Source: an optimization exercise on an open RTL-to-GDS flow (aim: small area and a short achievable clock period). Production flows keep margins and buffers that such runs may drop.
No run shown here included a check of the RTL's function; only the layout flow was run.
No activity file was given, so power comes from the tool's default toggle rates.

==> flow/design.v (outline; a module is shown in full before it is edited, if it fits) <==
// module adc_correct: 1802 lines
module adc_correct (
    input  wire        clk,
    input  wire        rst,           
    input  wire        cfg_we,
    input  wire [4:0]  cfg_addr,      
    input  wire [31:0] cfg_wdata,
    input  wire        swap,          
    output wire        active_half,
    input  wire        in_valid,
    input  wire [15:0] in_code,
    output reg         out_valid,
    output reg  [23:0] out_sample,
    output reg         out_sat
);
  // ...
==> flow/flow/run.sh <==
#!/bin/bash
# The standard layout (standard.sh, unchanged synthesis) with two changes to
# how the layout is optimised; the constraints and clock are the standard flow's own:
#  - repair_timing keeps 16.4 ns of extra setup slack (sizes for a ~6 ns period)
#  - the port buffers are buf_4 cells instead of the resizer's default pick
set -euo pipefail
cd "$(dirname "$0")/.."
bash standard.sh SETUP_SLACK_MARGIN=16.4 "BUFFER_PORTS_ARGS=-buffer_cell sky130_fd_sc_hd__buf_4" finish > standard_flow.log 2>&1
==> flow/standard.sh <==
#!/bin/bash
# synth_recipe.tcl (not shown) runs the flow's synth.tcl, then flattens the netlist and writes it again
# the make line also repeats each setting of config.mk as NAME=value (left out here)
make -C /OpenROAD-flow-scripts/flow DESIGN_CONFIG=/design/flow/config.mk WORK_HOME=/design/flow/orfs CLKGATE_MAP_FILE= SYNTH_SCRIPT=/design/flow/synth_recipe.tcl "${@:-finish}"
==> flow/config.mk <==
export PLATFORM = sky130hd
export DESIGN_NAME = adc_correct
export DESIGN_NICKNAME = adc_correct
export VERILOG_FILES = /design/flow/design.v
export SDC_FILE = /design/flow/constraint.sdc
export NUM_CORES = 4
export LEC_CHECK = 0
export CAP_MARGIN = 20
export CORE_MARGIN = 2
export CORE_UTILIZATION = 52
export CTS_CLUSTER_DIAMETER = 80
export CTS_CLUSTER_SIZE = 30
export SLEW_MARGIN = 20
==> flow/constraint.sdc <==
create_clock -name core_clock -period 22.0 [get_ports {clk}]
set_input_delay 4.4000 -clock core_clock [delete_from_list [all_inputs] [get_ports {clk}]]
set_output_delay 4.4000 -clock core_clock [all_outputs]
set_load 0.01 [all_outputs]
==> results.txt, run 1 <==
* Clk tree area frac at 3.22%
* Post-synthesis sequential area ratio at 58.5%
* Grt met2 use at 52.1%
* Worst hold slack at 0.329 ns
* Top power group: registers
* Synth warn at 3
* M1 WL at 81300 um
* CP Capture Point: active_half
* Final setup viols at 0
* CTS tree: built
* Post-Synth Simple-Gate Area at 4.33%
* Synthesis-stage register bit count at 1486
* Footprint of the multi-input gates at 26600 um2
* Most common cell in the synthesized netlist: edfxtp_1
* Worst path max stage delay at 0.36 ns
* Most frequent cells in the layout: edfxtp_1 (1120), a22oi_1 (760), inv_1 (371), fa_1 (361), dfxtp_1 (294)
* Post-layout util at 56.7%
* Switching Share at 31.2%
* Post-synth top area share at 48.0%
* VDD IR max at 0.0000583 V
* Setup ws final at 16.42 ns
* Comb power frac at 25.5%
* Clk pwr share at 25.0%
* R2R depth at 20
* Max Slew Vio Count at 0
* Crit Path Max Fanout at 2
* Max-cap violation count at 0
* Global Route Usage Sum at 31.0%
* Worst setup SP type: flop
* Crit path cell chain: buf_6
* RSZ-0062 raised after global routing: true
* Vias at 44.2k
* Hold-fix buffers at CTS at 0
* Status: no timing/DRC/antenna violations
* Mux share of post-synthesis cell area at 0.147%
* Initial Util at 52.4%
* Fillers at 10.9k
* Placement Cell Area at 73000 um2
* Max_slew headroom at 29.2%
* Multi-input gates at 2858
==> inputs of run 2 (changes only) <==
--- a/flow/design.v
+++ b/flow/design.v
@@ -10,39 +10,29 @@
     input  wire [15:0] in_code,
     output reg         out_valid,
     output reg  [23:0] out_sample,
     output reg         out_sat
 );
     reg        half;                      
     reg        half_n;                    
     assign active_half = half;
-    reg        w_we;
-    reg        w_h1;                            
-    reg [4:0]  w_addr;
-    reg [31:0] w_data;
-    always @(posedge clk) begin
-        w_we   <= cfg_we & ~rst;
-        w_h1   <= half_n;
-        w_addr <= cfg_addr;
-        w_data <= cfg_wdata;
-    end
-    wire       gain_ok = |w_data[23:0];         
-    wire       we0 = w_we & ~w_h1;
-    wire       we1 = w_we & w_h1;
-    wire       wo0 = we0 & (w_addr == 5'd0);
-    wire       wo1 = we1 & (w_addr == 5'd0);
-    wire       wg0 = we0 & (w_addr == 5'd1) & gain_ok;
-    wire       wg1 = we1 & (w_addr == 5'd1) & gain_ok;
+    wire       gain_ok = |cfg_wdata[23:0];      
+    wire       we0 = cfg_we & ~half_n;          
+    wire       we1 = cfg_we & half_n;
+    wire       wo0 = we0 & (cfg_addr == 5'd0);
+    wire       wo1 = we1 & (cfg_addr == 5'd0);
+    wire       wg0 = we0 & (cfg_addr == 5'd1) & gain_ok;
+    wire       wg1 = we1 & (cfg_addr == 5'd1) & gain_ok;
     wire [15:0] wl0, wl1;
     genvar gi;
     generate
         for (gi = 0; gi < 16; gi = gi + 1) begin : g_wdec
-            assign wl0[gi] = we0 & (w_addr == gi + 2);
-            assign wl1[gi] = we1 & (w_addr == gi + 2);
+            assign wl0[gi] = we0 & (cfg_addr == gi + 2);
+            assign wl1[gi] = we1 & (cfg_addr == gi + 2);
         end
     endgenerate
     reg [23:0] ofs_t0, ofs_t1, gain_t0, gain_t1;
     reg        ofs_id0, ofs_id1, gain_id0, gain_id1;    
     reg [15:0] lin_id0, lin_id1;
     always @(posedge clk) begin
         if (rst) begin
             half <= 1'b0;
@@ -57,57 +47,51 @@
             if (wo1) ofs_id1 <= 1'b0;
             if (wg0) gain_id0 <= 1'b0;
             if (wg1) gain_id1 <= 1'b0;
             lin_id0 <= lin_id0 & ~wl0;
             lin_id1 <= lin_id1 & ~wl1;
         end
     end
     always @(posedge clk) begin
-        if (wo0) ofs_t0 <= w_data[23:0];
-        if (wo1) ofs_t1 <= w_data[23:0];
-        if (wg0) gain_t0 <= w_data[23:0];
-        if (wg1) gain_t1 <= w_data[23:0];
+        if (wo0) ofs_t0 <= cfg_wdata[23:0];
+        if (wo1) ofs_t1 <= cfg_wdata[23:0];
+        if (wg0) gain_t0 <= cfg_wdata[23:0];
+        if (wg1) gain_t1 <= cfg_wdata[23:0];
     end
     reg [31:0] lin_t0 [0:15];
     reg [31:0] lin_t1 [0:15];
     generate
         for (gi = 0; gi < 16; gi = gi + 1) begin : g_lin
             always @(posedge clk) begin
-                if (wl0[gi]) lin_t0[gi] <= w_data;
-                if (wl1[gi]) lin_t1[gi] <= w_data;
+                if (wl0[gi]) lin_t0[gi] <= cfg_wdata;
+                if (wl1[gi]) lin_t1[gi] <= cfg_wdata;
             end
         end
     endgenerate
     wire [3:0]  q_in = {~in_code[15], in_code[14:12]};
     wire [15:0] qd_in;
     generate
         for (gi = 0; gi < 16; gi = gi + 1) begin : g_qdec
             assign qd_in[gi] = (q_in == gi);
         end
     endgenerate
-    wire [15:0] lin_idn0 = lin_id0 & ~wl0;
-    wire [15:0] lin_idn1 = lin_id1 & ~wl1;
-    wire        ofs_idn0 = ofs_id0 & ~wo0;
-    wire        ofs_idn1 = ofs_id1 & ~wo1;
-    wire        gain_idn0 = gain_id0 & ~wg0;
-    wire        gain_idn1 = gain_id1 & ~wg1;
     reg        a_valid;
     reg [15:0] a_code;
     reg [15:0] a_lsel0, a_lsel1;      
     reg [1:0]  a_osel, a_gsel;        
     reg        a_gid;                 
     always @(posedge clk) begin
         a_valid <= ~rst & in_valid;
         a_code  <= in_code;
-        a_lsel0 <= qd_in & {16{half_n}}  & ~lin_idn0;
-        a_lsel1 <= qd_in & {16{~half_n}} & ~lin_idn1;
-        a_osel  <= {~half_n & ~ofs_idn1, half_n & ~ofs_idn0};
-        a_gsel  <= {~half_n & ~gain_idn1, half_n & ~gain_idn0};
-        a_gid   <= half_n ? gain_idn0 : gain_idn1;
+        a_lsel0 <= qd_in & {16{half_n}}  & ~lin_id0;
+        a_lsel1 <= qd_in & {16{~half_n}} & ~lin_id1;
+        a_osel  <= {~half_n & ~ofs_id1, half_n & ~ofs_id0};
+        a_gsel  <= {~half_n & ~gain_id1, half_n & ~gain_id0};
+        a_gid   <= half_n ? gain_id0 : gain_id1;
     end
     reg  [31:0] lin;
     integer k;
     always @(*) begin
         lin = 32'd0;
         for (k = 0; k < 16; k = k + 1)
             lin = lin | ({32{a_lsel0[k]}} & lin_t0[k]) | ({32{a_lsel1[k]}} & lin_t1[k]);
     end
==> flow/config.mk (replaced) <==
export PLATFORM = sky130hd
export DESIGN_NAME = adc_correct
export DESIGN_NICKNAME = adc_correct
export VERILOG_FILES = /design/flow/design.v
export SDC_FILE = /design/flow/constraint.sdc
export NUM_CORES = 4
export LEC_CHECK = 0
export CAP_MARGIN = 20
export CORE_MARGIN = 2
export CORE_UTILIZATION = 40
export CTS_CLUSTER_DIAMETER = 80
export CTS_CLUSTER_SIZE = 30
export SLEW_MARGIN = 20
==> run 2 against run 1 <==
Clock skew grew 0.039 ns. Synthesized cell count shrank 0.47%. Clock-buffer cell count shrank 15. First-iteration DRC count grew 5.5%. Still clean on timing, DRC and antenna. Worst setup slack lost 0.072 ns. Hold slack gained 0.0068 ns. Clock power shrank 4%.
==> results.txt, run 2 <==
* Max-cap violation count at 0 (unchanged)
* IO Port Bufs at 84
* Status: no timing/DRC/antenna violations
* Leading area contributor after synthesis: edfxtp_1
* Tightest Hold Check Type: reg -> reg
* Post-layout util at 44.0% (-13 points)
* Post-Synth Simple-Gate Area at 4.37% (+0.046 points)
* Ys flop type: edfxtp_1
* VDD IR max at 0.0000733 V (+26%)
* Nets at 5609
* Mux share of post-synthesis cell area at 0.148% (+0.0018 points)
* GRT met1 Usage at 32.7%
* Clk root buf: clkbuf_16
* Most common cell in the synthesized netlist: edfxtp_1
* GP Congestion at 0.839
* Post-synth EDFFs at 1120
* Layout cells sized above 1 at 10.4%
* CP arrival at 6.01 ns
* Largest net degree at the start of global routing at 54
* Max Clk Rate at 177 MHz
* RSZ-0062 raised after global routing: true
* Initial antenna violation count at 6
* Critical Path RT at 22.36 ns
* Fillers at 15.4k (+41%)
* Die Footprint at 176000 um2
* DR vias/cell at 5.98
* Compound-gate portion of the synthesized area at 13.3%
* Worst setup SP type: input port
* Largest family of logic cells by synthesized area: adder cells
* # placed instances at 7228
* Synth top cells by count: edfxtp_1 (1120), a22oi_1 (753), inv_1 (374), fa_1 (361), dfxtp_1 (327)
* Synth async-reset ratio at 0%
* Mapped Cells at 5050
* Synth warn at 3 (unchanged)
* Worst-Margin Slew at 1.08 ns
* Critical path capture point type: flop
* Worst hold slack at 0.336 ns (+0.00679 ns)
* Critical path class: in -> reg
* Final Skew at 0.0971 ns
* Clock buffer depth at 3
* Max Slew Vio Count at 0 (unchanged)
* Biggest regs: lin_t0: 512 flops, lin_t1: 512 flops
* Final setup viols at 0 (unchanged)
* Finished Layout Cells at 7366
* First-pass GRT wire length at 306000 um
* Die W at 420 um
* HPWL Detailed at 126000 um
* Synth Area in XOR/XNOR at 6.37%
* Mapped cell area at 69200 um2
* Synthesis-stage register bit count at 1447 (-2.6%)
* Most frequent cells in the layout: edfxtp_1 (1120), a22oi_1 (753), inv_1 (374), fa_1 (361), xor2_1 (286)
* Post-route ant nets at 0
* Yosys cell types at 64
* H-Tree Depth at 3
* Height of the die at 420 um
* Vias at 44.0k (-0.39%)
* Syn Nets at 5645
* Layout area overhead at 9.31%
* Commonest non-fill, non-tap cell in the layout: edfxtp_1
* CTS tree: built
* Wirelength per Cell at 28.8 um
* Crit Path Max Fanout at 24 (+22)
* Met3 usage at 3.75%
* Grt met2 use at 39.1% (-13 points)
* Design Area, Final at 75600 um2
* Clock Latency Late Sink at 0.75 ns
* Placement Cell Area at 72800 um2 (-0.22%)
* Reg2Reg Setup Slack at 16.63 ns
* Std-Cell Rows at 152
* Post-synthesis sequential area ratio at 58.1% (-0.41 points)
* Synth top area cells: edfxtp_1 (49%), fa_1 (10%), dfxtp_1 (9.5%), a22oi_1 (8.2%), xor2_1 (3.6%)
* Initial DRT Pass Iterations at 6
* IO Pins at 85
* Final Cycle Share at 25.7%
* Congestion Overflow GR at 0
* Setup TNS at 0 ns
* Post-Route WL at 212000 um
* Fin. Hold Viols at 0
* Leak at 25.5 nW
* Average size of a mapped cell at 13.7 um2
* Drt initial violations at 5600
* Post-synth top area share at 48.6% (+0.59 points)
* Top Usage Layer GRT: met2
* Max_slew headroom at 28.1% (-1.2 points)
* Crit path time final at 5.65 ns
* Adder-Cell Fraction of Synth Area at 13.6%
* Global Route Usage Sum at 23.9% (-7.1 points)
* PwrDens at 84.8 nW/um2
* Sink Count at 1447
* Residual DRC at 0
* Core area at 172000 um2
* Clock Pin Slew Worst Setup and Hold Paths at 0.10 ns
* Vias in the first global route at 43.2k
* Initial Util at 40.3% (-12 points)
* TritonCTS Buffers at 68
==> run 2: cell count changes after synthesis, sizes merged, moves of 14 or more <==
cell   change
dfxtp     -39
nor2      +24
o21ai     +23
and3      -29
a21o      -25
a22oi     -14
nor3      +30
==> run 2: cell type report <==
cell class	count	area (um2)	area share, %
diodes	2	5.00	0.00662
well taps	2310	2890	3.82
flip-flops and latches	1447	40300	53.3
clock inverters	28	445	0.589
multi-input cells	2866	26600	35.2
repair buffers	255	2100	2.78
inverters	376	1410	1.87
clock buffers	82	1800	2.38
==> run 2: cell families after synthesis <==
kind of cell,after synthesis
xor gates and xnor gates,502
AOI/OAI and AO/OA,1251
and+or+nand+nor,566
DFF,1447
adders and majority gates,537
muxes,10
buffers and inverters,737
==> run 2: repair_timing <==
item | in CTS | in global routing
gates resized for setup | 69 | 38
hold buffers | 0 | 0
pin swaps | 9 | 5
setup endpoints to repair | 342 | 218
setup buffers | 15 | 11
==> run 2: worst max-delay path: stages <==
cell	delay [ns]
buf_4	0.13
or3b_4	0.57
o21bai_4	0.29
nor2_4	0.59
==> run 2: path summary, 6_finish.rpt <==
check / from / endpoint / cells past startpoint
max: cfg_addr[1] / gain_t1[8] / 4
min: b_rail / c_rail / 0
max reg2reg: a_lsel0[3] / b_base[24] / 18
min reg2reg: b_rail / c_rail / 0
==> run 2: through the flow <==
stage	worst slack, ns	total power (W)
detailed placement	15.12	0.00488
CTS	16.37	0.00642
global route	16.34	0.00671
finish	16.35	0.00641
floorplan	16.02	0.00435
global placement	15.15	0.00486
==> run 2: metal layers <==
metal  wire length, um  vias to the layer above
li1                  -                    18500
met1             84100                    22700
met2            101000                     2425
met4              7040                        2
met3             20000                      399
met5                11                        -
==> run 2: where the power goes <==
part	internal, W	switching (W)	total, W
sequential	0.00308	0.0000565	0.00313
clock	0.000637	0.000926	0.00156
combinational	0.000621	0.00109	0.00171

==> afterwards: timing with drivers on the ports <==
The results above use ideal ports. As a check the final layouts listed here were re-extracted and re-timed, cells and wires unchanged. Step 1 assumes that a clkbuf_16 drives the clock port and a buf_2 every other input. Step 2 moves the port delays by t, midway between the first and last clock arrival at a register: inputs arrive t later, outputs are due t later. That takes back most of the time a late clock gives input paths. a / b / c = no drivers / after step 1 / after step 2; a / b = the first two.
| run | t, ns | setup WS [ns] | cell pins on the clock port's net |
|---|---|---|---|
| run 1 | 0.776 | 16.420 / 16.340 / 16.479 | 1 |
| run 2 | 0.797 | 16.348 / 16.326 / 15.622 | 1 |
After both steps every run listed still meets setup and hold. The setup slack of run 2, which loses most, moves by -0.022 ns with the drivers and by -0.726 ns with both steps.
